Context: an optimization exercise on an open-source flow, tuned for small area, a short achievable clock period and few clock cycles. The choices shown serve that exercise and are no tape-out recipe. Only simulation tests tie the RTL to the original design; equivalence was not proved.

==> flow/design.v <==
module crc_top (
    input  wire        clk,
    input  wire        rst,
    input  wire        wr_en,
    input  wire        rd_en,
    input  wire [6:0]  addr,
    input  wire [31:0] wdata,
    output reg         ready,
    output reg         rvalid,
    output reg  [31:0] rdata
);
    localparam [31:0] MU_RESET = 32'h04D1_01DF;
    reg  [6:0]  width;
    reg         refin;
    reg         refout;
    reg  [1:0]  feed_w;
    reg  [63:0] poly;
    reg  [63:0] init;
    reg  [63:0] xorout;
    reg  [5:0]  sh_p, sh_l, sh_m;     
    reg         w_lt64;               
    reg  [63:0] sreg;
    reg  [5:0]  sh_st;
    reg         nat;                  
    reg         clean;                
    reg  [31:0] state_hi_wr;
    reg  [31:0] state_hi_rd;
    reg  [31:0] result_hi_rd;
    reg  [31:0] feed;
    reg  [1:0]  feed_left;            
    reg         feed_byte;            
    reg         step;                 
    reg  [31:0] mu;
    reg         mu_ok;
    reg  [3:0]  mu_cnt;               
    reg  busy;
    wire acc_wr = wr_en && !busy;
    wire acc_rd = rd_en && !wr_en && !busy;
    wire [4:0] a = addr[6:2];
    wire [6:0]  w_new  = (wdata[6:0] < 7'd3) ? 7'd3 : (wdata[6:0] > 7'd64) ? 7'd64 : wdata[6:0];
    wire [5:0]  sh_new = ~(w_new[5:0] - 6'd1);
    wire [63:0] wmask  = {64{1'b1}} >> sh_m;
    wire [63:0] p_al   = poly << sh_p;
    reg  [63:0] p_al_q;
    wire [31:0] tx = sreg[63:32] ^ feed;
    wire [31:0] te = !step     ? 32'd0 :
                     feed_byte ? {24'd0, tx[31:24]} : tx;
    wire [31:0] q;
    genvar m, k, n;
    generate
        for (m = 0; m < 31; m = m + 1) begin : g_hi
            wire [30-m:0] t;
            for (k = 0; k <= 30 - m; k = k + 1) begin : g_t
                assign t[k] = te[m+1+k] & mu[31-k];
            end
            assign q[m] = te[m] ^ (^t);
        end
    endgenerate
    assign q[31] = te[31];
    wire [63:0] r;
    generate
        for (n = 0; n < 64; n = n + 1) begin : g_lo
            localparam integer NT = (n < 32) ? n + 1 : 32;
            wire [NT-1:0] t;
            for (k = 0; k < NT; k = k + 1) begin : g_t
                assign t[k] = q[k] & p_al_q[n-k];
            end
            assign r[n] = ^t;
        end
    endgenerate
    wire [63:0] s_shift = !step     ? sreg :
                          feed_byte ? {sreg[55:0], 8'd0} : {sreg[31:0], 32'd0};
    wire [63:0] s_eng   = s_shift ^ r;            
    wire [63:0] s_nat = s_eng >> sh_st;           
    wire [5:0]  amt_l = sh_l - sh_st;
    wire [127:0] l_rr = {sreg, sreg} << amt_l;
    wire [63:0] l_al  = l_rr[127:64];
    reg  [63:0] refl_e, refl_l;                   
    reg  [63:0] hmask;                            
    integer j;
    always @(*) begin
        for (j = 0; j < 64; j = j + 1) begin
            refl_e[j] = s_eng[63 - j];
            refl_l[j] = l_al[63 - j];
            hmask[j]  = wmask[63 - j];
        end
    end
    wire        r_e = refout && !nat;
    wire        r_l = refout && nat;
    wire [63:0] result = ((({64{r_e}} & refl_e) | ({64{!refout}} & s_nat) | ({64{r_l}} & refl_l))
                          & wmask) ^ (xorout & wmask);
    wire [31:0] ptop = p_al[63:32];               
    reg  [31:0] fr;
    reg  [31:0] mm;
    integer i;
    always @(*) begin
        for (i = 0; i < 32; i = i + 1)
            fr[i] = ptop[31 - i];
        mm = mu;
        for (i = 0; i < 4; i = i + 1)
            mm = {mm[30:0], ^(fr & mm)};
    end
    reg [31:0] d_ord;
    always @(*) begin
        for (j = 0; j < 32; j = j + 1)
            d_ord[j] = refin ? wdata[31 - j] : wdata[8 * (3 - j / 8) + (j % 8)];
    end
    wire wr_cfg   = acc_wr && a == 5'h10;
    wire wr_poly  = acc_wr && ((a == 5'h11 && w_lt64) || (a == 5'h12 && !sh_l[5]));
    wire wr_start = acc_wr && a == 5'h17 && wdata[0];
    wire wr_data  = acc_wr && a == 5'h18;
    wire wr_state = acc_wr && a == 5'h19;
    wire align    = nat && (clean || feed_left != 2'd0);
    reg [1:0] fl_n;
    reg       mu_ok_n, nat_n;
    reg [5:0] sh_st_n;
    always @(*) begin
        fl_n = feed_left;
        if (step) fl_n = feed_left - 2'd1;
        if (wr_data) fl_n = (feed_w == 2'd1) ? 2'd2 : 2'd1;
        mu_ok_n = mu_ok;
        if (mu_cnt == 4'd1) mu_ok_n = 1'b1;
        if (wr_cfg || wr_poly) mu_ok_n = 1'b0;
        sh_st_n = sh_st;
        nat_n   = nat;
        if (align) begin
            sh_st_n = sh_l;
            nat_n   = 1'b0;
        end
        if (wr_start || wr_state) begin
            sh_st_n = 6'd0;
            nat_n   = w_lt64;
        end
        if (wr_cfg)
            nat_n   = 1'b1;
    end
    reg [31:0] rd_val;
    always @(*) begin
        case (a)
            5'h10:   rd_val = {21'd0, feed_w, refout, refin, width};
            5'h11:   rd_val = poly[31:0];
            5'h12:   rd_val = poly[63:32];
            5'h13:   rd_val = init[31:0];
            5'h14:   rd_val = init[63:32];
            5'h15:   rd_val = xorout[31:0];
            5'h16:   rd_val = xorout[63:32];
            5'h1A:   rd_val = state_hi_rd;
            5'h1C:   rd_val = result_hi_rd;
            default: rd_val = 32'd0;
        endcase
        rd_val = rd_val | ({32{a == 5'h19}} & s_nat[31:0]) | ({32{a == 5'h1B}} & result[31:0]);
    end
    always @(posedge clk) begin
        p_al_q <= p_al;
        rdata  <= rd_val;
    end
    always @(posedge clk) begin
        if (rst) begin
            width        <= 7'd32;
            refin        <= 1'b1;
            refout       <= 1'b1;
            feed_w       <= 2'd2;
            sh_p         <= 6'd32;
            sh_l         <= 6'd32;
            sh_m         <= 6'd32;
            w_lt64       <= 1'b1;
            poly         <= 64'h0000_0000_04C1_1DB7;
            init         <= 64'h0000_0000_FFFF_FFFF;
            xorout       <= 64'h0000_0000_FFFF_FFFF;
            sreg         <= 64'd0;
            sh_st        <= 6'd32;
            nat          <= 1'b0;
            clean        <= 1'b1;
            state_hi_wr  <= 32'd0;
            state_hi_rd  <= 32'd0;
            result_hi_rd <= 32'd0;
            feed_left    <= 2'd0;
            feed_byte    <= 1'b0;
            step         <= 1'b0;
            mu           <= MU_RESET;
            mu_ok        <= 1'b1;
            mu_cnt       <= 4'd0;
            ready        <= 1'b1;
            busy         <= 1'b0;
            rvalid       <= 1'b0;
        end else begin
            rvalid    <= acc_rd;
            feed_left <= fl_n;
            mu_ok     <= mu_ok_n;
            sh_st     <= sh_st_n;
            nat       <= nat_n;
            step      <= (fl_n != 2'd0) && mu_ok_n && !nat_n;
            ready     <= (fl_n == 2'd0) || (fl_n == 2'd1 && mu_ok_n && !nat_n);
            busy      <= !((fl_n == 2'd0) || (fl_n == 2'd1 && mu_ok_n && !nat_n));
            if (mu_cnt != 4'd0) begin
                mu     <= mm;
                mu_cnt <= mu_cnt - 4'd1;
            end
            if (wr_cfg || wr_poly) begin
                mu     <= 32'd1;
                mu_cnt <= 4'd8;
            end
            if (step)
                feed <= {feed[23:0], 8'd0};
            sreg <= s_eng;
            if (align) begin
                sreg  <= l_al & hmask;
                clean <= 1'b1;
            end
            if (wr_cfg)
                clean <= 1'b0;
            if (wr_start) begin
                sreg  <= init & wmask;
                clean <= 1'b1;
            end
            if (wr_state) begin
                sreg  <= {state_hi_wr, wdata} & wmask;
                clean <= 1'b1;
            end
            if (acc_wr) begin
                case (a)
                    5'h10: begin
                        width  <= wdata[6:0];
                        refin  <= wdata[7];
                        refout <= wdata[8];
                        feed_w <= wdata[10:9];
                        sh_p   <= sh_new;
                        sh_l   <= sh_new;
                        sh_m   <= sh_new;
                        w_lt64 <= (sh_new != 6'd0);
                    end
                    5'h11: poly[31:0]    <= wdata;
                    5'h12: poly[63:32]   <= wdata;
                    5'h13: init[31:0]    <= wdata;
                    5'h14: init[63:32]   <= wdata;
                    5'h15: xorout[31:0]  <= wdata;
                    5'h16: xorout[63:32] <= wdata;
                    5'h18: begin
                        feed      <= d_ord;
                        feed_byte <= (feed_w[1] == 1'b0);
                    end
                    5'h1A: state_hi_wr <= wdata;
                    default: ;
                endcase
            end
            if (acc_rd && a == 5'h19) state_hi_rd  <= s_nat[63:32];
            if (acc_rd && a == 5'h1B) result_hi_rd <= result[63:32];
        end
    end
endmodule
==> flow/config.mk <==
export PLATFORM = sky130hd
export DESIGN_NAME = crc_top
export DESIGN_NICKNAME = crc_top
export VERILOG_FILES = /design/flow/design.v
export SDC_FILE = /design/flow/constraint.sdc
export NUM_CORES = 4
export LEC_CHECK = 0
export CAP_MARGIN = 20
export CORE_MARGIN = 2
export CORE_UTILIZATION = 25
export PLACE_DENSITY = 0.45
export SLEW_MARGIN = 20
==> flow/constraint.sdc <==
create_clock -name core_clock -period 32.0 [get_ports {clk}]
set_input_delay 6.4000 -clock core_clock [delete_from_list [all_inputs] [get_ports {clk}]]
set_output_delay 6.4000 -clock core_clock [all_outputs]
set_load 0.01 [all_outputs]
standard.sh (not shown) runs the stock make flow with config.mk's settings and CLKGATE_MAP_FILE= SYNTH_SCRIPT=/design/flow/synth_recipe.tcl, a recipe that flattens the netlist after the stock synthesis.
==> flow/flow/run.sh <==
#!/bin/bash
# The standard layout, with port buffers of a normal drive strength and timing repair
# aiming for setup slack beyond the default margin. make's output goes to flow_make.log;
# each ORFS step keeps its own log under orfs/logs.
set -euo pipefail
bash standard.sh 'BUFFER_PORTS_ARGS=-buffer_cell sky130_fd_sc_hd__buf_4' SETUP_SLACK_MARGIN=24.2 finish > flow_make.log 2>&1
The baseline ran to the end with no violations.
Testbench counts at the start, summed over its fixed seeds: cycles 52,286.
==> next run, changes <==
--- a/flow/flow/run.sh
+++ b/flow/flow/run.sh
@@ -6 +6 @@
-bash standard.sh 'BUFFER_PORTS_ARGS=-buffer_cell sky130_fd_sc_hd__buf_4' SETUP_SLACK_MARGIN=24.2 finish > flow_make.log 2>&1
+bash standard.sh 'BUFFER_PORTS_ARGS=-buffer_cell sky130_fd_sc_hd__buf_4' SETUP_SLACK_MARGIN=24 finish > flow_make.log 2>&1
CORE_UTILIZATION = 45   (was 25)
PLACE_DENSITY = 0.55   (was 0.45)
=> Clock-buffer cell count goes down by 13; global-route usage came out higher by 20 points; non-clock buffer count goes down by 66; wire length decreases by a little under a tenth.
==> next run, changes <==
CORE_UTILIZATION = 25   (was 45)
PLACE_DENSITY = 0.65   (was 0.55)
After rerunning:
- die area is higher by 79%
- register-to-register slack barely changes
- clock-buffer cell count is higher by 4
- synthesized area is unchanged
- fmax barely changes

## what the ideal ports hide
In the flow no input, the clock included, has a driving cell. The finished layouts below were timed again as built, in two steps.
Step 1 assumes that a clkbuf_16 drives the clock port and a buf_2 every other input.
Step 2 also shifts input and output timing later by t, the mid clock arrival at the registers, as if the neighbouring blocks saw the same clock.
Slacks: ideal ports / drivers / drivers and shift; pairs: ideal ports / drivers.
run	t (ns)	setup slack, ns	worst setup path after step 2	worst slew at a driven data input, ns
the first run	0.773	24.044 / 24.102 / 23.329	input to register	0.08
the second run	0.750	23.816 / 23.850 / 23.101	input to register	0.05
the third run	0.764	23.836 / 23.872 / 23.116	input to register	0.05
After both steps setup and hold are still met in every run listed. The setup slack of the third run, which loses most, moves by +0.036 ns with the drivers and by -0.720 ns with both steps.
